Context: an optimization exercise on an open-source flow, tuned for small area and a short achievable clock period. The choices shown serve that exercise and are no tape-out recipe.
In this exercise RTL edits were held to simulation tests only and were not proved equivalent to the original.
Power and IR drop assume default switching activity.

`flow/run.sh`:
```
#!/bin/bash
# synth_recipe.tcl (not shown) runs the flow's synth.tcl, then flattens the netlist and writes it again
# the make line also repeats each setting of config.mk as NAME=value (left out here)
make -C /OpenROAD-flow-scripts/flow DESIGN_CONFIG=/design/flow/config.mk WORK_HOME=/design/flow/orfs CLKGATE_MAP_FILE= SYNTH_SCRIPT=/design/flow/synth_recipe.tcl finish
```
`flow/config.mk`:
```
export PLATFORM = sky130hd
export DESIGN_NAME = prolu_core
export DESIGN_NICKNAME = prolu_core
export VERILOG_FILES = /design/flow/design.v
export SDC_FILE = /design/flow/constraint.sdc
export NUM_CORES = 8
export LEC_CHECK = 0
export CAP_MARGIN = 20
export CORE_MARGIN = 2
export CORE_UTILIZATION = 30
export PLACE_DENSITY = 0.5
export SLEW_MARGIN = 20
```
`flow/constraint.sdc`:
```
create_clock -name core_clock -period 20.0 [get_ports {clk}]
set_input_delay 4.0000 -clock core_clock [delete_from_list [all_inputs] [get_ports {clk}]]
set_output_delay 4.0000 -clock core_clock [all_outputs]
set_load 0.01 [all_outputs]
```
`flow/design.v`:
```
module prolu_div (
    input  wire        clk,
    input  wire        start,
    input  wire        is_signed,
    input  wire [31:0] a,
    input  wire [31:0] b,
    output wire [31:0] quo,
    output wire [31:0] rem
);
    reg  [31:0] q_r;       
    reg  [31:0] r_r;       
    reg  [31:0] d_r;       
    wire [31:0] a_mag = (is_signed && a[31]) ? (~a + 32'd1) : a;
    wire [31:0] b_mag = (is_signed && b[31]) ? (~b + 32'd1) : b;
    wire [32:0] r_shift = {r_r, q_r[31]};
    wire [32:0] r_diff  = r_shift - {1'b0, d_r};
    wire        fits    = !r_diff[32];
    always @(posedge clk) begin
        if (start) begin
            q_r <= a_mag;
            r_r <= 32'd0;
            d_r <= b_mag;
        end else begin
            r_r <= fits ? r_diff[31:0] : r_shift[31:0];
            q_r <= {q_r[30:0], fits};
        end
    end
    assign quo = q_r;
    assign rem = r_r;
endmodule
module prolu_core (
    input  wire        clk,
    input  wire        rst,           
    output wire [31:0] imem_addr,
    input  wire [31:0] imem_rdata,
    output wire        dmem_re,
    output wire        dmem_we,
    output wire [31:0] dmem_addr,     
    output wire [3:0]  dmem_be,
    output wire [31:0] dmem_wdata,
    input  wire [31:0] dmem_rdata,
    input  wire [11:1] ev_notice,     
    input  wire [7:0]  qw_ready,      
    input  wire        rtc_tick,      
    input  wire [27:0] rtc_time,      
    output wire        retire,
    output wire [31:0] retire_pc,
    output wire        wb_en,
    output wire [3:0]  wb_reg,
    output wire [31:0] wb_data,
    output wire [31:0] psr,
    output wire        sleeping,
    output wire        double_fault
);
    localparam [31:0] RESET_PC   = 32'h0000_0000;
    localparam [31:0] RESET_FVEC = 32'h0000_0100;
    localparam [31:0] SRAM_BASE  = 32'h2000_0000;
    localparam [31:0] SRAM_TOP   = 32'h2001_0000;
    localparam [31:0] FLASH_TOP  = 32'h0008_0000;
    localparam [31:0] EDGE_MASK  = 32'hFF00_0FFF;
    localparam [31:0] CORE_ID    = 32'h0000_3000;    
    localparam [3:0] F_ILLEGAL = 4'd1, F_ALIGN = 4'd2, F_REFUSED = 4'd3,
                     F_STACK   = 4'd4, F_DIVZERO = 4'd5, F_BREAK = 4'd6;
    localparam [2:0] S_EXEC = 3'd0, S_MULTI = 3'd1, S_PP = 3'd2,
                     S_FAULT = 3'd3, S_SLEEP = 3'd4, S_DEAD = 3'd5;
    reg  [2:0]  state;
    reg  [31:0] pc;
    reg         f_n, f_z, f_c, f_v, fh;
    reg  [3:0]  qt;
    reg  [31:0] epsr, epc, faddr, fvec, splim;
    reg  [7:0]  fcause;
    reg  [31:0] pend;                 
    reg         tim_en;
    reg  [27:0] tim_at;
    reg  [31:0] cycle_cnt;
    reg  [7:0]  qw_en;
    reg  [63:0] qw_q;
    reg         lu_valid;             
    reg  [3:0]  lu_reg;
    reg  [5:0]  cnt;                  
    reg         p_wb_en;
    reg  [3:0]  p_wb_reg;
    reg  [31:0] p_res;
    reg  [31:0] p_pc;
    reg         p_setnz, p_setv, p_v;
    reg         p_div, p_rfe, p_mul;
    reg  [1:0]  p_divfn;
    reg         p_sa, p_sb;
    reg  [3:0]  x_cause_q;            
    reg  [31:0] x_faddr_q;
    reg  [14:1] pp_mask;
    reg  [31:0] pp_addr;
    reg         pp_pop;
    reg  [31:0] ev_mask;              
    reg  [27:0] ev_tmo;
    reg  [27:0] ev_ticks;
    wire core_rst = rst || (state == S_DEAD);
    reg         rf_we;
    reg  [3:0]  rf_wa;
    reg  [31:0] rf_wd;
    wire [31:0] rf [0:15];
    assign rf[0] = 32'd0;
    genvar g;
    generate
        for (g = 1; g < 16; g = g + 1) begin : gen_rf
            reg [31:0] r;
            always @(posedge clk) begin
                if (core_rst)
                    r <= (g == 15) ? SRAM_TOP : 32'd0;
                else if (rf_we && rf_wa == g)
                    r <= rf_wd;
            end
            assign rf[g] = r;
        end
    endgenerate
    wire [31:0] ir    = imem_rdata;
    wire [5:0]  op    = ir[31:26];
    wire [3:0]  rd    = ir[25:22];
    wire [3:0]  ra    = ir[21:18];
    wire [3:0]  rb    = ir[17:14];
    wire [3:0]  fn    = ir[3:0];
    wire [17:0] imm18 = ir[17:0];
    wire [31:0] sx18  = {{14{ir[17]}}, ir[17:0]};
    wire [31:0] sx22  = {{10{ir[21]}}, ir[21:0]};
    wire [29:0] sx26  = {{4{ir[25]}}, ir[25:0]};
    reg  [3:0]  pp_k;
    wire        b_is_rd = (op == 6'h0F) || (op == 6'h10) || (op == 6'h11) ||
                          (op == 6'h19) || (op == 6'h1A);
    wire [3:0]  rb_sel  = (state == S_PP) ? pp_k : (b_is_rd ? rd : rb);
    wire [31:0] va = rf[ra];
    wire [31:0] vb = rf[rb_sel];
    wire [31:0] psr_now = {f_n, f_z, f_c, f_v, qt, 23'd0, fh};
    wire [31:0] level   = {8'd0, qw_en & qw_ready, 16'd0};
    wire [31:0] pend_all = (pend & EDGE_MASK) | level;
    wire fetch_ok = (pc < FLASH_TOP) || (pc >= SRAM_BASE && pc < SRAM_TOP);
    reg reads_lu;
    always @* begin
        case (op)
            6'h00, 6'h01, 6'h20, 6'h21, 6'h22, 6'h23, 6'h24, 6'h25, 6'h26,
            6'h27, 6'h28, 6'h29, 6'h2A, 6'h2B, 6'h2C, 6'h2D:
                reads_lu = (ra == lu_reg) || (rb == lu_reg);
            6'h02, 6'h03, 6'h04, 6'h05, 6'h06, 6'h07, 6'h0A, 6'h0B, 6'h0C,
            6'h0D, 6'h0E, 6'h18, 6'h1B, 6'h1D:
                reads_lu = (ra == lu_reg);
            6'h0F, 6'h10, 6'h11:
                reads_lu = (rd == lu_reg) || (ra == lu_reg);
            6'h19, 6'h1A:
                reads_lu = (rd == lu_reg);
            6'h12:
                reads_lu = ir[{1'b0, lu_reg}] || (lu_reg == 4'd15);
            6'h13:
                reads_lu = (lu_reg == 4'd15);
            default:
                reads_lu = 1'b0;
        endcase
    end
    wire exec_go = (state == S_EXEC) && !rst;
    wire stall   = fetch_ok && lu_valid && reads_lu;
    wire issue   = exec_go && !stall;
    reg  [31:0] add_b;
    reg         add_cin;
    wire [32:0] add_sum = {1'b0, va} + {1'b0, add_b} + {32'd0, add_cin};
    wire [31:0] add_r   = add_sum[31:0];
    wire        add_c   = add_sum[32];
    wire        add_v   = (va[31] == add_b[31]) && (add_r[31] != va[31]);
    reg  [1:0]  sh_kind;
    reg  [7:0]  sh_n;
    reg  [31:0] sh_r;
    reg         sh_c;
    wire signed [31:0] va_s  = va;
    wire        [31:0] sar_r = va_s >>> sh_n[4:0];
    always @* begin
        sh_r = va;
        sh_c = f_c;
        if (sh_n != 8'd0) begin
            case (sh_kind)
                2'd0: begin
                    sh_r = (sh_n < 8'd32) ? (va << sh_n[4:0]) : 32'd0;
                    sh_c = (sh_n <= 8'd32) ? va[5'd0 - sh_n[4:0]] : 1'b0;
                end
                2'd1: begin
                    sh_r = (sh_n < 8'd32) ? (va >> sh_n[4:0]) : 32'd0;
                    sh_c = (sh_n <= 8'd32) ? va[sh_n[4:0] - 5'd1] : 1'b0;
                end
                2'd2: begin
                    sh_r = (sh_n < 8'd32) ? sar_r : {32{va[31]}};
                    sh_c = (sh_n < 8'd32) ? va[sh_n[4:0] - 5'd1] : va[31];
                end
                default: begin
                    sh_r = (va >> sh_n[4:0]) | (va << (6'd32 - {1'b0, sh_n[4:0]}));
                    sh_c = sh_r[31];
                end
            endcase
        end
    end
    wire        mul_s  = (fn == 4'd13);
    wire        mul_hi = (state == S_MULTI);
    wire signed [32:0] mul_a = {mul_s & va[31], va};
    wire signed [16:0] mul_b = mul_hi ? {mul_s & vb[31], vb[31:16]} : {1'b0, vb[15:0]};
    wire signed [49:0] mul_p = mul_a * mul_b;
    reg  [49:0] mul_acc;
    wire [63:0] mul_full = {{14{mul_acc[49]}}, mul_acc} + ({{14{mul_p[49]}}, mul_p} << 16);
    reg [5:0] clz_r;
    integer k;
    always @* begin
        clz_r = 6'd32;
        for (k = 0; k < 32; k = k + 1)
            if (va[k]) clz_r = 6'd31 - k[5:0];
    end
    reg cond_ok;
    always @* begin
        case (rd)
            4'd0:  cond_ok = f_z;
            4'd1:  cond_ok = !f_z;
            4'd2:  cond_ok = f_c;
            4'd3:  cond_ok = !f_c;
            4'd4:  cond_ok = f_n;
            4'd5:  cond_ok = !f_n;
            4'd6:  cond_ok = f_v;
            4'd7:  cond_ok = !f_v;
            4'd8:  cond_ok = f_c && !f_z;
            4'd9:  cond_ok = !f_c || f_z;
            4'd10: cond_ok = (f_n == f_v);
            4'd11: cond_ok = (f_n != f_v);
            4'd12: cond_ok = !f_z && (f_n == f_v);
            4'd13: cond_ok = f_z || (f_n != f_v);
            4'd14: cond_ok = qt[3];
            default: cond_ok = !qt[3];
        endcase
    end
    wire [31:0] ea = va + sx18;
    reg  [2:0]  m_size;
    always @* begin
        case (op)
            6'h0A, 6'h0F: m_size = 3'd4;
            6'h0B, 6'h0C, 6'h10: m_size = 3'd2;
            default: m_size = 3'd1;
        endcase
    end
    wire m_store   = (op == 6'h0F) || (op == 6'h10) || (op == 6'h11);
    wire m_regwin  = (ea >= 32'h4000_0000 && ea < 32'h400C_0000) ||
                     (ea >= 32'h6000_0000 && ea < 32'h6004_0000);
    wire m_misal   = (m_size == 3'd4 && ea[1:0] != 2'd0) || (m_size == 3'd2 && ea[0]);
    wire m_align   = m_misal || (m_size != 3'd4 && m_regwin);
    wire m_stack   = (ra == 4'd15) && (ea < splim);
    wire m_flash   = (ea < FLASH_TOP);
    wire m_sram    = (ea >= SRAM_BASE) && (ea < SRAM_TOP);
    wire m_refused = !(m_flash || m_sram) || (m_store && m_flash);
    wire [47:0] ld_wide  = {16'd0, dmem_rdata};
    wire [15:0] ld_shift = ld_wide[{ea[1:0], 3'b000} +: 16];
    reg  [31:0] ld_val;
    always @* begin
        case (op)
            6'h0B:   ld_val = {16'd0, ld_shift[15:0]};
            6'h0C:   ld_val = {{16{ld_shift[15]}}, ld_shift[15:0]};
            6'h0D:   ld_val = {24'd0, ld_shift[7:0]};
            6'h0E:   ld_val = {{24{ld_shift[7]}}, ld_shift[7:0]};
            default: ld_val = dmem_rdata;
        endcase
    end
    wire        pp_is_pop = (op == 6'h13);
    wire [15:0] pp_m      = imm18[15:0];
    reg  [3:0]  pp_n;
    integer j;
    always @* begin
        pp_n = 4'd0;
        for (j = 1; j < 15; j = j + 1)
            pp_n = pp_n + {3'd0, pp_m[j]};
    end
    wire [31:0] sp       = rf[15];
    wire [31:0] pp_bytes = {26'd0, pp_n, 2'b00};
    wire [31:0] pp_lo    = pp_is_pop ? sp : (sp - pp_bytes);
    wire [32:0] pp_last  = {1'b0, pp_lo} + {1'b0, pp_bytes} - 33'd4;
    wire        pp_wrap  = (pp_n != 4'd0) && pp_last[32];   
    wire        pp_lo_in = (pp_lo >= SRAM_BASE) && (pp_lo < SRAM_TOP);
    wire [32:0] pp_end   = {1'b0, pp_lo} + {1'b0, pp_bytes};
    wire [7:0] sreg = imm18[7:0];
    reg        sreg_ok;
    reg [31:0] sreg_val;
    always @* begin
        sreg_ok = 1'b1;
        case (sreg)
            8'h00: sreg_val = psr_now;
            8'h01: sreg_val = epsr;
            8'h02: sreg_val = epc;
            8'h03: sreg_val = {24'd0, fcause};
            8'h04: sreg_val = faddr;
            8'h05: sreg_val = fvec;
            8'h06: sreg_val = splim;
            8'h07: sreg_val = pend_all;
            8'h08: sreg_val = {tim_en, 3'd0, tim_at};
            8'h09: sreg_val = cycle_cnt;
            8'h0A: sreg_val = CORE_ID;
            8'h0B: sreg_val = 32'd0;
            8'h10, 8'h11, 8'h12, 8'h13, 8'h14, 8'h15, 8'h16, 8'h17:
                   sreg_val = {qw_en[sreg[2:0]], 23'd0, qw_q[sreg[2:0]*8 +: 8]};
            default: begin
                sreg_val = 32'd0;
                sreg_ok  = 1'b0;
            end
        endcase
    end
    reg        x_fault;
    reg [3:0]  x_cause;
    reg [31:0] x_faddr;
    reg [5:0]  x_cycles;        
    reg        x_wb;
    reg [3:0]  x_wreg;
    reg [31:0] x_res;
    reg        x_setnz, x_setc, x_setv;
    reg        x_c, x_v;
    reg [31:0] x_pc;
    reg        x_re, x_we;
    reg [3:0]  x_be;
    reg [31:0] x_wdata;
    reg        x_lu;
    reg        x_div;
    reg        x_sleep;
    reg        x_pp;
    reg [31:0] x_clr;           
    reg [31:0] x_set;           
    wire [31:0] pc4 = pc + 32'd4;
    always @* begin
        x_fault = 1'b0;   x_cause = 4'd0;  x_faddr = 32'd0;
        x_cycles = 6'd1;  x_wb = 1'b0;     x_wreg = rd;     x_res = 32'd0;
        x_setnz = 1'b0;   x_setc = 1'b0;   x_setv = 1'b0;   x_c = 1'b0;  x_v = 1'b0;
        x_pc = pc4;
        x_re = 1'b0;      x_we = 1'b0;     x_be = 4'd0;     x_wdata = 32'd0;
        x_lu = 1'b0;      x_div = 1'b0;    x_sleep = 1'b0;  x_pp = 1'b0;
        x_clr = 32'd0;    x_set = 32'd0;
        add_b = vb;       add_cin = 1'b0;
        sh_kind = 2'd0;   sh_n = 8'd0;
        if (!fetch_ok) begin
            x_fault = 1'b1; x_cause = F_REFUSED; x_faddr = pc;
        end else begin
            case (op)
            6'h00: begin
                if (ir[13:4] != 10'd0 || fn == 4'd15) begin
                    x_fault = 1'b1; x_cause = F_ILLEGAL;
                end else begin
                    x_wb = 1'b1; x_setnz = 1'b1;
                    case (fn)
                        4'd0, 4'd1, 4'd2, 4'd3: begin
                            add_b   = fn[0] ? ~vb : vb;
                            add_cin = fn[1] ? f_c : fn[0];
                            x_res = add_r; x_setc = 1'b1; x_c = add_c;
                            x_setv = 1'b1; x_v = add_v;
                        end
                        4'd4: x_res = va & vb;
                        4'd5: x_res = va | vb;
                        4'd6: x_res = va ^ vb;
                        4'd7: x_res = va & ~vb;
                        4'd8, 4'd9, 4'd10, 4'd11: begin
                            sh_kind = fn[1:0];
                            sh_n    = (fn == 4'd11) ? {3'd0, vb[4:0]} : vb[7:0];
                            x_res = sh_r; x_setc = 1'b1; x_c = sh_c;
                        end
                        4'd12: x_cycles = 6'd2;
                        default: x_cycles = 6'd3;
                    endcase
                end
            end
            6'h01: begin
                if (ir[13:4] != 10'd0 || fn > 4'd7 || (fn >= 4'd4 && rb != 4'd0)) begin
                    x_fault = 1'b1; x_cause = F_ILLEGAL;
                end else if (fn < 4'd4 && vb == 32'd0) begin
                    x_fault = 1'b1; x_cause = F_DIVZERO;
                end else begin
                    x_wb = 1'b1; x_setnz = 1'b1;
                    case (fn)
                        4'd0, 4'd1, 4'd2, 4'd3: begin
                            x_div = 1'b1; x_cycles = 6'd34;
                            if (fn == 4'd0) begin
                                x_setv = 1'b1;
                                x_v = (va == 32'h8000_0000) && (vb == 32'hFFFF_FFFF);
                            end
                        end
                        4'd4: x_res = {26'd0, clz_r};
                        4'd5: x_res = {va[7:0], va[15:8], va[23:16], va[31:24]};
                        4'd6: x_res = {{24{va[7]}}, va[7:0]};
                        default: x_res = {{16{va[15]}}, va[15:0]};
                    endcase
                end
            end
            6'h02: begin
                add_b = sx18; add_cin = 1'b0;
                x_wb = 1'b1; x_res = add_r; x_setnz = 1'b1;
                x_setc = 1'b1; x_c = add_c; x_setv = 1'b1; x_v = add_v;
            end
            6'h03: begin x_wb = 1'b1; x_setnz = 1'b1; x_res = va & {14'd0, imm18}; end
            6'h04: begin x_wb = 1'b1; x_setnz = 1'b1; x_res = va | {14'd0, imm18}; end
            6'h05: begin x_wb = 1'b1; x_setnz = 1'b1; x_res = va ^ {14'd0, imm18}; end
            6'h06: begin
                if (imm18[17:7] != 11'd0) begin
                    x_fault = 1'b1; x_cause = F_ILLEGAL;
                end else begin
                    sh_kind = imm18[6:5]; sh_n = {3'd0, imm18[4:0]};
                    x_wb = 1'b1; x_setnz = 1'b1; x_res = sh_r;
                    x_setc = 1'b1; x_c = sh_c;
                end
            end
            6'h07: begin
                if (rd != 4'd0) begin
                    x_fault = 1'b1; x_cause = F_ILLEGAL;
                end else begin
                    add_b = ~sx18; add_cin = 1'b1;
                    x_res = add_r; x_setnz = 1'b1;
                    x_setc = 1'b1; x_c = add_c; x_setv = 1'b1; x_v = add_v;
                end
            end
            6'h08: begin x_wb = 1'b1; x_res = sx22; end
            6'h09: begin
                if (ir[21:16] != 6'd0) begin
                    x_fault = 1'b1; x_cause = F_ILLEGAL;
                end else begin
                    x_wb = 1'b1; x_res = {ir[15:0], 16'd0};
                end
            end
            6'h14: begin x_wb = 1'b1; x_res = pc + {sx22[29:0], 2'b00}; end
            6'h0A, 6'h0B, 6'h0C, 6'h0D, 6'h0E, 6'h0F, 6'h10, 6'h11: begin
                if (m_align) begin
                    x_fault = 1'b1; x_cause = F_ALIGN; x_faddr = ea;
                end else if (m_stack) begin
                    x_fault = 1'b1; x_cause = F_STACK; x_faddr = ea;
                end else if (m_refused) begin
                    x_fault = 1'b1; x_cause = F_REFUSED; x_faddr = ea;
                end else begin
                    case (m_size)
                        3'd4: x_be = 4'b1111;
                        3'd2: x_be = ea[1] ? 4'b1100 : 4'b0011;
                        default: x_be = 4'b0001 << ea[1:0];
                    endcase
                    if (m_store) begin
                        x_we = 1'b1;
                        x_wdata = vb << {ea[1:0], 3'b000};
                    end else begin
                        x_re = 1'b1;
                        x_wb = 1'b1; x_res = ld_val;
                        if (m_flash) x_cycles = 6'd2;
                        else         x_lu = (rd != 4'd0);
                    end
                end
            end
            6'h12, 6'h13: begin
                if (ir[25:18] != 8'd0 || imm18[17:16] != 2'd0 || pp_m[0] || pp_m[15]) begin
                    x_fault = 1'b1; x_cause = F_ILLEGAL;
                end else if (sp[1:0] != 2'd0) begin
                    x_fault = 1'b1; x_cause = F_ALIGN; x_faddr = pp_lo;
                end else if (pp_n != 4'd0 && pp_lo < splim) begin
                    x_fault = 1'b1; x_cause = F_STACK; x_faddr = pp_lo;
                end else if (pp_wrap && splim != 32'd0) begin
                    x_fault = 1'b1; x_cause = F_STACK; x_faddr = 32'd0;
                end else if (pp_n != 4'd0 && !pp_lo_in) begin
                    x_fault = 1'b1; x_cause = F_REFUSED; x_faddr = pp_lo;
                end else if (pp_n != 4'd0 && pp_end > {1'b0, SRAM_TOP}) begin
                    x_fault = 1'b1; x_cause = F_REFUSED; x_faddr = SRAM_TOP;
                end else begin
                    x_wb = 1'b1; x_wreg = 4'd15;
                    x_res = pp_is_pop ? pp_end[31:0] : pp_lo;
                    x_pp = (pp_n != 4'd0);
                end
            end
            6'h15, 6'h19, 6'h1A: begin
                if ((op == 6'h15) ? cond_ok :
                    (op == 6'h19) ? (vb == 32'd0) : (vb != 32'd0)) begin
                    x_pc = pc + {sx22[29:0], 2'b00};
                    x_cycles = 6'd2;
                end
            end
            6'h16: begin x_pc = pc + {sx26, 2'b00}; x_cycles = 6'd2; end
            6'h17: begin
                x_pc = pc + {sx26, 2'b00}; x_cycles = 6'd2;
                x_wb = 1'b1; x_wreg = 4'd14; x_res = pc4;
            end
            6'h18: begin
                if (ir[17:0] != 18'd0) begin
                    x_fault = 1'b1; x_cause = F_ILLEGAL;
                end else if (va[1:0] != 2'd0) begin
                    x_fault = 1'b1; x_cause = F_ALIGN; x_faddr = va;
                end else begin
                    x_pc = va; x_cycles = 6'd2;
                    x_wb = 1'b1; x_res = pc4;
                end
            end
            6'h1B: begin
                case (imm18[3:0])
                    4'd0: begin
                        if (rd != 4'd0 || ra != 4'd0 || imm18[17:4] != 14'd0) begin
                            x_fault = 1'b1; x_cause = F_ILLEGAL;
                        end
                    end
                    4'd1: begin
                        x_fault = 1'b1;
                        if (rd != 4'd0 || ra != 4'd0) x_cause = F_ILLEGAL;
                        else begin x_cause = F_BREAK; x_faddr = {18'd0, imm18[17:4]}; end
                    end
                    4'd2: begin
                        if (rd != 4'd0 || ra != 4'd0 || imm18[17:4] != 14'd0 || !fh) begin
                            x_fault = 1'b1; x_cause = F_ILLEGAL;
                        end else begin
                            x_cycles = 6'd3; x_pc = epc;
                        end
                    end
                    4'd3: begin
                        if (rd != 4'd0 || imm18[17:4] != 14'd0) begin
                            x_fault = 1'b1; x_cause = F_ILLEGAL;
                        end else begin
                            x_set = {va[31:24], 24'd0};
                        end
                    end
                    4'd4: begin
                        if (rd != 4'd0 || imm18[17:4] != 14'd0) begin
                            x_fault = 1'b1; x_cause = F_ILLEGAL;
                        end else begin
                            x_clr = va & EDGE_MASK;
                        end
                    end
                    4'd5: begin
                        if (imm18[17:4] != 14'd0) begin
                            x_fault = 1'b1; x_cause = F_ILLEGAL;
                        end else begin
                            x_wb = 1'b1; x_res = pend_all & va;
                            x_clr = pend_all & va & EDGE_MASK;
                        end
                    end
                    default: begin x_fault = 1'b1; x_cause = F_ILLEGAL; end
                endcase
            end
            6'h1C: begin
                if (ra != 4'd0 || imm18[17:8] != 10'd0 || !sreg_ok) begin
                    x_fault = 1'b1; x_cause = F_ILLEGAL;
                end else begin
                    x_wb = 1'b1; x_res = sreg_val;
                end
            end
            6'h1D: begin
                if (rd != 4'd0 || imm18[17:8] != 10'd0 || !sreg_ok) begin
                    x_fault = 1'b1; x_cause = F_ILLEGAL;
                end else if (sreg == 8'h07) begin
                    x_clr = va & EDGE_MASK;
                end
            end
            6'h2D: begin
                if (ir[13:0] != 14'd0 || (va == 32'd0 && vb[27:0] == 28'd0)) begin
                    x_fault = 1'b1; x_cause = F_ILLEGAL;
                end else if ((pend_all & va) != 32'd0) begin
                    x_wb = 1'b1; x_res = pend_all & va; x_cycles = 6'd2;
                    x_clr = pend_all & va & EDGE_MASK;
                end else begin
                    x_sleep = 1'b1;
                end
            end
            default: begin
                x_fault = 1'b1; x_cause = F_ILLEGAL;
            end
            endcase
        end
    end
    wire [31:0] div_q, div_r;
    prolu_div u_div (
        .clk       (clk),
        .start     (issue && x_div && !x_fault),
        .is_signed (!fn[0]),
        .a         (va),
        .b         (vb),
        .quo       (div_q),
        .rem       (div_r)
    );
    reg [31:0] div_res;
    always @* begin
        case (p_divfn)
            2'd0: div_res = (p_sa ^ p_sb) ? (~div_q + 32'd1) : div_q;
            2'd1: div_res = div_q;
            2'd2: div_res = p_sa ? (~div_r + 32'd1) : div_r;
            default: div_res = div_r;
        endcase
    end
    wire [31:0] sl_hit  = pend_all & ev_mask;
    wire        sl_wake = (sl_hit != 32'd0) || (ev_tmo != 28'd0 && ev_ticks >= ev_tmo);
    wire        m_commit = (state == S_MULTI) && (cnt == 6'd0);
    wire [31:0] m_res    = p_div ? div_res : (p_mul && fn == 4'd12) ? mul_full[31:0] : p_res;
    wire        pp_last_k = (state == S_PP) && ((pp_mask & (pp_mask - 14'd1)) == 14'd0);
    integer i;
    always @* begin
        pp_k = 4'd0;
        for (i = 14; i >= 1; i = i - 1)
            if (pp_mask[i]) pp_k = i[3:0];
    end
    always @* begin
        rf_we = 1'b0; rf_wa = 4'd0; rf_wd = 32'd0;
        if (!core_rst) begin
            if (issue && !x_fault && x_wb && x_cycles == 6'd1) begin
                rf_we = 1'b1; rf_wa = x_wreg; rf_wd = x_res;
            end else if (m_commit && p_wb_en) begin
                rf_we = 1'b1; rf_wa = p_wb_reg; rf_wd = m_res;
            end else if (state == S_PP && pp_pop) begin
                rf_we = 1'b1; rf_wa = pp_k; rf_wd = dmem_rdata;
            end
        end
    end
    wire pp_act = (state == S_PP) && !rst;
    assign imem_addr  = pc;
    assign dmem_re    = (issue && !x_fault && x_re) || (pp_act && pp_pop);
    assign dmem_we    = (issue && !x_fault && x_we) || (pp_act && !pp_pop);
    assign dmem_addr  = pp_act ? pp_addr : {ea[31:2], 2'b00};
    assign dmem_be    = pp_act ? 4'b1111 : x_be;
    assign dmem_wdata = pp_act ? vb : x_wdata;
    assign retire     = !rst && ((issue && !x_fault && !x_pp && !x_sleep && x_cycles == 6'd1) ||
                                 m_commit || (pp_last_k && !rst));
    assign retire_pc  = pc;
    assign wb_en      = rf_we && (rf_wa != 4'd0);
    assign wb_reg     = rf_wa;
    assign wb_data    = rf_wd;
    assign psr        = psr_now;
    assign sleeping   = (state == S_SLEEP);
    assign double_fault = (state == S_DEAD);
    wire [27:0] tim_d    = tim_at - rtc_time;
    wire        tim_fire = rtc_tick && tim_en && (tim_d == 28'd0 || tim_d[27]);
    reg [31:0] clr_now;
    reg [31:0] set_now;
    always @* begin
        clr_now = 32'd0;
        set_now = {20'd0, ev_notice, tim_fire};
        if (issue && !x_fault) begin
            clr_now = x_clr;
            set_now = set_now | x_set;
        end
        if (state == S_SLEEP && sl_wake)
            clr_now = sl_hit & EDGE_MASK;
    end
    always @(posedge clk) begin
        if (core_rst) begin
            state     <= S_EXEC;
            pc        <= RESET_PC;
            f_n <= 1'b0; f_z <= 1'b0; f_c <= 1'b0; f_v <= 1'b0; fh <= 1'b0;
            qt        <= 4'd0;
            epsr      <= 32'd0;
            epc       <= 32'd0;
            faddr     <= 32'd0;
            fcause    <= 8'd0;
            fvec      <= RESET_FVEC;
            splim     <= SRAM_BASE;
            pend      <= 32'd0;
            tim_en    <= 1'b0;
            tim_at    <= 28'd0;
            cycle_cnt <= 32'd0;
            qw_en     <= 8'd0;
            qw_q      <= 64'd0;
            lu_valid  <= 1'b0;
            lu_reg    <= 4'd0;
            cnt       <= 6'd0;
            p_wb_en   <= 1'b0;
            p_wb_reg  <= 4'd0;
            p_res     <= 32'd0;
            p_pc      <= 32'd0;
            p_setnz   <= 1'b0;
            p_setv    <= 1'b0;
            p_v       <= 1'b0;
            p_div     <= 1'b0;
            p_rfe     <= 1'b0;
            p_divfn   <= 2'd0;
            p_sa      <= 1'b0;
            p_sb      <= 1'b0;
            p_mul     <= 1'b0;
            mul_acc   <= 50'd0;
            x_cause_q <= 4'd0;
            x_faddr_q <= 32'd0;
            pp_mask   <= 14'd0;
            pp_addr   <= 32'd0;
            pp_pop    <= 1'b0;
            ev_mask   <= 32'd0;
            ev_tmo    <= 28'd0;
            ev_ticks  <= 28'd0;
        end else begin
            if (state != S_SLEEP)
                cycle_cnt <= cycle_cnt + 32'd1;
            pend <= ((pend & ~clr_now) | set_now) & EDGE_MASK;
            if (tim_fire)
                tim_en <= 1'b0;
            case (state)
            S_EXEC: begin
                if (stall) begin
                    lu_valid <= 1'b0;
                end else begin
                    lu_valid <= 1'b0;
                    if (x_fault) begin
                        if (fh) begin
                            state <= S_DEAD;
                        end else begin
                            state     <= S_FAULT;
                            cnt       <= 6'd2;
                            x_cause_q <= x_cause;
                            x_faddr_q <= x_faddr;
                        end
                    end else begin
                        if (x_cycles == 6'd1) begin
                            if (x_setnz) begin
                                f_n <= x_res[31];
                                f_z <= (x_res == 32'd0);
                            end
                            if (x_setc) f_c <= x_c;
                            if (x_setv) f_v <= x_v;
                        end
                        if (op == 6'h1D) begin
                            case (sreg)
                                8'h00: begin
                                    f_n <= va[31]; f_z <= va[30]; f_c <= va[29]; f_v <= va[28];
                                    qt  <= va[27:24];
                                end
                                8'h01: epsr  <= va & 32'hFF00_0001;
                                8'h02: epc   <= {va[31:2], 2'b00};
                                8'h05: fvec  <= {va[31:2], 2'b00};
                                8'h06: splim <= {va[31:2], 2'b00};
                                8'h08: begin
                                    tim_en <= va[31];
                                    tim_at <= va[27:0];
                                end
                                8'h10, 8'h11, 8'h12, 8'h13, 8'h14, 8'h15, 8'h16, 8'h17: begin
                                    if (va[7:0] < 8'd112) begin
                                        qw_en[sreg[2:0]] <= va[31];
                                        qw_q[sreg[2:0]*8 +: 8] <= va[7:0];
                                    end
                                end
                                default: ;
                            endcase
                        end
                        lu_valid <= x_lu;
                        lu_reg   <= rd;
                        if (x_sleep) begin
                            state    <= S_SLEEP;
                            ev_mask  <= va;
                            ev_tmo   <= vb[27:0];
                            ev_ticks <= 28'd0;
                            p_wb_reg <= rd;
                            p_pc     <= pc4;
                        end else if (x_pp) begin
                            state   <= S_PP;
                            pp_mask <= pp_m[14:1];
                            pp_addr <= pp_lo;
                            pp_pop  <= pp_is_pop;
                        end else if (x_cycles == 6'd1) begin
                            pc <= x_pc;
                        end else begin
                            state    <= S_MULTI;
                            cnt      <= x_cycles - 6'd2;
                            p_wb_en  <= x_wb;
                            p_wb_reg <= x_wreg;
                            p_res    <= x_res;
                            p_pc     <= x_pc;
                            p_setnz  <= x_setnz;
                            p_setv   <= x_setv;
                            p_v      <= x_v;
                            p_div    <= x_div;
                            p_divfn  <= fn[1:0];
                            p_sa     <= va[31];
                            p_sb     <= vb[31];
                            p_rfe    <= (op == 6'h1B);
                            p_mul    <= (op == 6'h00);
                            mul_acc  <= mul_p;
                        end
                    end
                end
            end
            S_MULTI: begin
                if (cnt != 6'd0) begin
                    cnt <= cnt - 6'd1;
                    if (p_mul && cnt == 6'd1)
                        p_res <= mul_full[63:32];
                end else begin
                    state <= S_EXEC;
                    pc    <= p_pc;
                    if (p_setnz) begin
                        f_n <= m_res[31];
                        f_z <= (m_res == 32'd0);
                    end
                    if (p_setv) f_v <= p_v;
                    if (p_rfe) begin
                        f_n <= epsr[31]; f_z <= epsr[30]; f_c <= epsr[29]; f_v <= epsr[28];
                        qt  <= epsr[27:24];
                        fh  <= 1'b0;
                    end
                end
            end
            S_PP: begin
                pp_mask <= pp_mask & (pp_mask - 14'd1);
                pp_addr <= pp_addr + 32'd4;
                if (pp_last_k) begin
                    state <= S_EXEC;
                    pc    <= pc4;
                end
            end
            S_FAULT: begin
                if (cnt != 6'd0) begin
                    cnt <= cnt - 6'd1;
                end else begin
                    state  <= S_EXEC;
                    epsr   <= psr_now;
                    epc    <= pc;
                    fcause <= {4'd0, x_cause_q};
                    faddr  <= x_faddr_q;
                    fh     <= 1'b1;
                    pc     <= fvec;
                end
            end
            S_SLEEP: begin
                if (rtc_tick)
                    ev_ticks <= ev_ticks + 28'd1;
                if (sl_wake) begin
                    state   <= S_MULTI;
                    cnt     <= 6'd2;
                    p_wb_en <= 1'b1;
                    p_res   <= sl_hit;
                    p_setnz <= 1'b0;
                    p_setv  <= 1'b0;
                    p_div   <= 1'b0;
                    p_rfe   <= 1'b0;
                    p_mul   <= 1'b0;
                end
            end
            default: ;    
            endcase
        end
    end
endmodule
```
==> notes.md <==
## where the power goes
group / internal [uW] / switching (uW) / total (uW)
logic: 2010 / 4810 / 6820
registers: 2630 / 268 / 2890
clock network: 1770 / 1310 / 3080
## logic make-up after synthesis
group                      share of synthesized area (%)
AOI/OAI and AO/OA                                  25.37
and+or+nand+nor                                    21.36
DFF                                                21.80
other                                           0.003317
xor gates and xnor gates                           3.803
muxes                                              4.697
adders and majority gates                          15.37
buffers and inverters                              7.602
## final cells by class
cell class | count | area [um2]
timing repair buffer | 1437 | 12230
multi-input combinational | 11826 | 81070
inverter | 962 | 3611
antenna | 118 | 295.3
sequential | 1215 | 24650
clock inverter | 53 | 793.3
clock buffer | 222 | 4568
fill | 40311 | 241800
tap | 4994 | 6248
## path summary, 6_finish.rpt
path	cells after the start	slack (ns)	start	to
max reg2reg	57	4.40	state[1]	p_res[31]
min reg2reg	2	0.39	x_faddr_q[11]	faddr[11]
max	44	0.18	imem_rdata[31]	wb_data[31]
min	2	0.39	x_faddr_q[11]	faddr[11]
## stage by stage
step	utilization [%]	setup slack, ns
after floorplan	-	2.008
after global placement	33.99	-0.5115
after detailed placement	34.01	-0.6616
after CTS	35.45	0.2125
after global routing	35.50	-0.02439
final	35.56	0.1769
## per-layer routing
layer	part of all wire, %	vias up	routed length [um]	track usage [%]
li1	-	54691	-	-
met1	39	67020	342400	55.08
met2	39	10543	344100	60.90
met3	13	2973	115700	17.66
met4	9.5	88	84400	35.17
met5	0.089	-	791	1.048
## worst max-delay path: cells and delay by family
kind,cells,cell delay (ns)
AO/OA/AOI/OAI,14,3.73
adder cells (fa/ha/maj),8,3.21
buffers and inverters,12,2.77
AND/OR/NAND/NOR,8,1.68
XOR/XNOR,2,0.35
## cells in the final DEF, fill, tap and decap left out, types with 73 or more instances in the layout
master              n
or3_1              76
a21oi_1          1185
nand2_1          2077
a221oi_1          144
mux2_2             94
a32oi_1            73
nor4_1             74
xnor2_1           302
a21o_1            120
a222oi_1           97
o22ai_1           128
a22oi_1           315
nand3_1           367
and3_1            103
buf_4            1088
nor2_1           1771
clkdlybuf4s50_1   285
a211oi_1          426
dfxtp_1          1178
diode_2           118
nand4_1           134
a31oi_1           130
nand2b_1          107
inv_1             928
o211ai_1          135
ha_1              497
mux2i_1           321
o21ai_0           708
fa_1              553
clkbuf_16         161
xor2_1            184
a22o_1             73
nor3_1            245
o221ai_1           96
nor2b_1            84
o22a_1             80
## timing repair
| action | in CTS | in global routing |
|---|---|---|
| resized for setup | 5 | 12 |
| gates cloned | 0 | 1 |
| setup buffers | 4 | 1 |
| pin swaps | 2 | 3 |
| setup endpoints to repair | 2 | 2 |
==> key figures <==
Logic synthesis
  • Synth area leader: dfxtp_1
  • Synth cell types: 126
  • Most frequent cell after synthesis: nand2_1
  • Post-synthesis sequential area ratio: 21.80%
  • Syn avg cell area: 7.451 um2
  • Syn Inst Count: 15,172
  • Ys flop type: dfxtp_1
  • Post-synth EDFFs: 32
  • Ys Warns: 2
  • Ys async rst share: 0%
  • Synth top area share: about a fifth
  • Top cells by count, synth: nand2_1 (2,091), nor2_1 (1,814), a21oi_1 (1,216), dfxtp_1 (1,183), inv_1 (937)
  • Dominant cells by area after synthesis: dfxtp_1 (21%), fa_1 (9.8%), nand2_1 (6.9%)
  • Seq cells post-synth: about 1,200
  • Synth Cell Area: ~110,000 um2

Min path
  • Hold Path Class: reg -> reg

Cells and area
  • Biggest register: gen_rf.r
  • # nets final: 16,768
  • P&R area growth vs syn: 18.06%
  • Max reg flops: 480
  • Share of cells above drive strength 1: around an eighth
  • Post-Layout Cell Count: 20,827
  • Biggest regs: gen_rf.r x480, qw_q x64, mul_acc x50
  • Final instance area: 133,500 um2

Critical path
  • Max stage delay on crit path: 0.71 ns
  • Worst-path maximum fanout: 15
  • Kind of critical path: in -> out
  • Req. time, crit path: approximately 16 ns
  • Crit path top cell by count: buf_4
  • Worst path slowest cell: clkdlybuf4s50_1
  • Worst EP arrival: about 16 ns
  • Worst setup EP type: output port
  • Critical path startpoint category: primary input

Routing
  • DRC: 0
  • Vias/cell: ~6.5
  • Detailed Routing Iterations Pass 1: 13
  • DRT antenna net count: 0
  • Routed wire per std cell: 42.61 um
  • DRT Wirelength: between 800 and 900 mm
  • Initial drt markers: approximately 21,000
  • Total number of vias: between 100k and 150k

Power
  • Leakage: between 0.05 and 0.06 uW
  • Pwr Density: 95.83 nW/um2
  • Maximum vdd drop: between 0.09 and 0.1 mV
  • Tot Pwr: approximately 13,000 uW

Timing
  • Max Transition Viols Final: 0
  • Final min period: between 15 and 20 ns
  • Hold Slack: just under 0.4 ns
  • Final hold vios: 0
  • Setup Total Neg Slack: 0 ns
  • Worst Clk Skew: about 0.14 ns
  • Slew headroom: 7.726%
  • Endpoints failing setup: 0
  • RSZ-0062 raised after global routing: yes
  • Final period utilization: 99.12%
  • Slew at the pin closest to its max-slew limit: around 1.4 ns
  • Max Fclk: a little over 0.05 GHz

Die
  • Row cnt: around 230
  • Die area: around 380,000 um2
  • DIE HEIGHT: between 600 and 700 um
  • Core area: 375,300 um2
  • # IOs: 320
  • Initial Utilization: a little under a third
  • Die width: around 600 um

Global routing
  • Global-route wire length before repair: 1158 mm
  • Initial antenna violation count: around 140
  • Vias in the first global route: between 100k and 150k
  • Total track usage: between 40 and 50%
  • Remaining Overflow, GRT: 0
  • Pin count of the biggest net entering global routing: approximately 140

Flow run
  • Max-capacitance violation count: 0

Clocking
  • Clk buf depth: 4
  • Hold-fix buffers, CTS: 0
  • CTS Root Cell: clkbuf_16
  • Sink Count: between 1,000 and 1,500
  • Clk Latency, worst-skew pair: between 0.9 and 1 ns
  • Clock transition at path regs: roughly 0.060 ns
  • CTS H-tree lvls: 4
  • CTS buffer count: about 160
  • CTS tree: built

Placement
  • Placed Cells: just over 20,000
  • GP Congestion: 1.127
  • Placed Area: between 100,000 and 150,000 um2
  • I/O Buffers: 296
  • DP Wirelength: 695.8 mm

Status
  • Status: no timing/DRC/antenna violations

## re-timing with driven ports
How much do the figures lean on ideal ports? The routed layout below was timed once more, with nothing changed but the port constraints.
Step 1 sets driving cells, clkbuf_16 on the clock port and buf_2 on the other inputs (assumed; they add their load-dependent delay and slew).
Step 2 also shifts input and output timing later by t, the mid clock arrival at the registers, as if the neighbouring blocks saw the same clock.
a / b / c = ideal / step 1 / step 2; a / b = the first two.
t (ns): 1.038
setup slack, ns: 0.177 / 0.029 / 0.029
worst hold slack (ns): 0.390 / 0.390 / 0.390
worst register clock-pin slew, ns: 0.07 / 0.07
worst data-port slew with drivers (ns): 0.27
After both steps setup and hold are still met in this run. For this run, drivers alone change the setup slack by -0.148 ns; drivers and shift together by -0.148 ns.
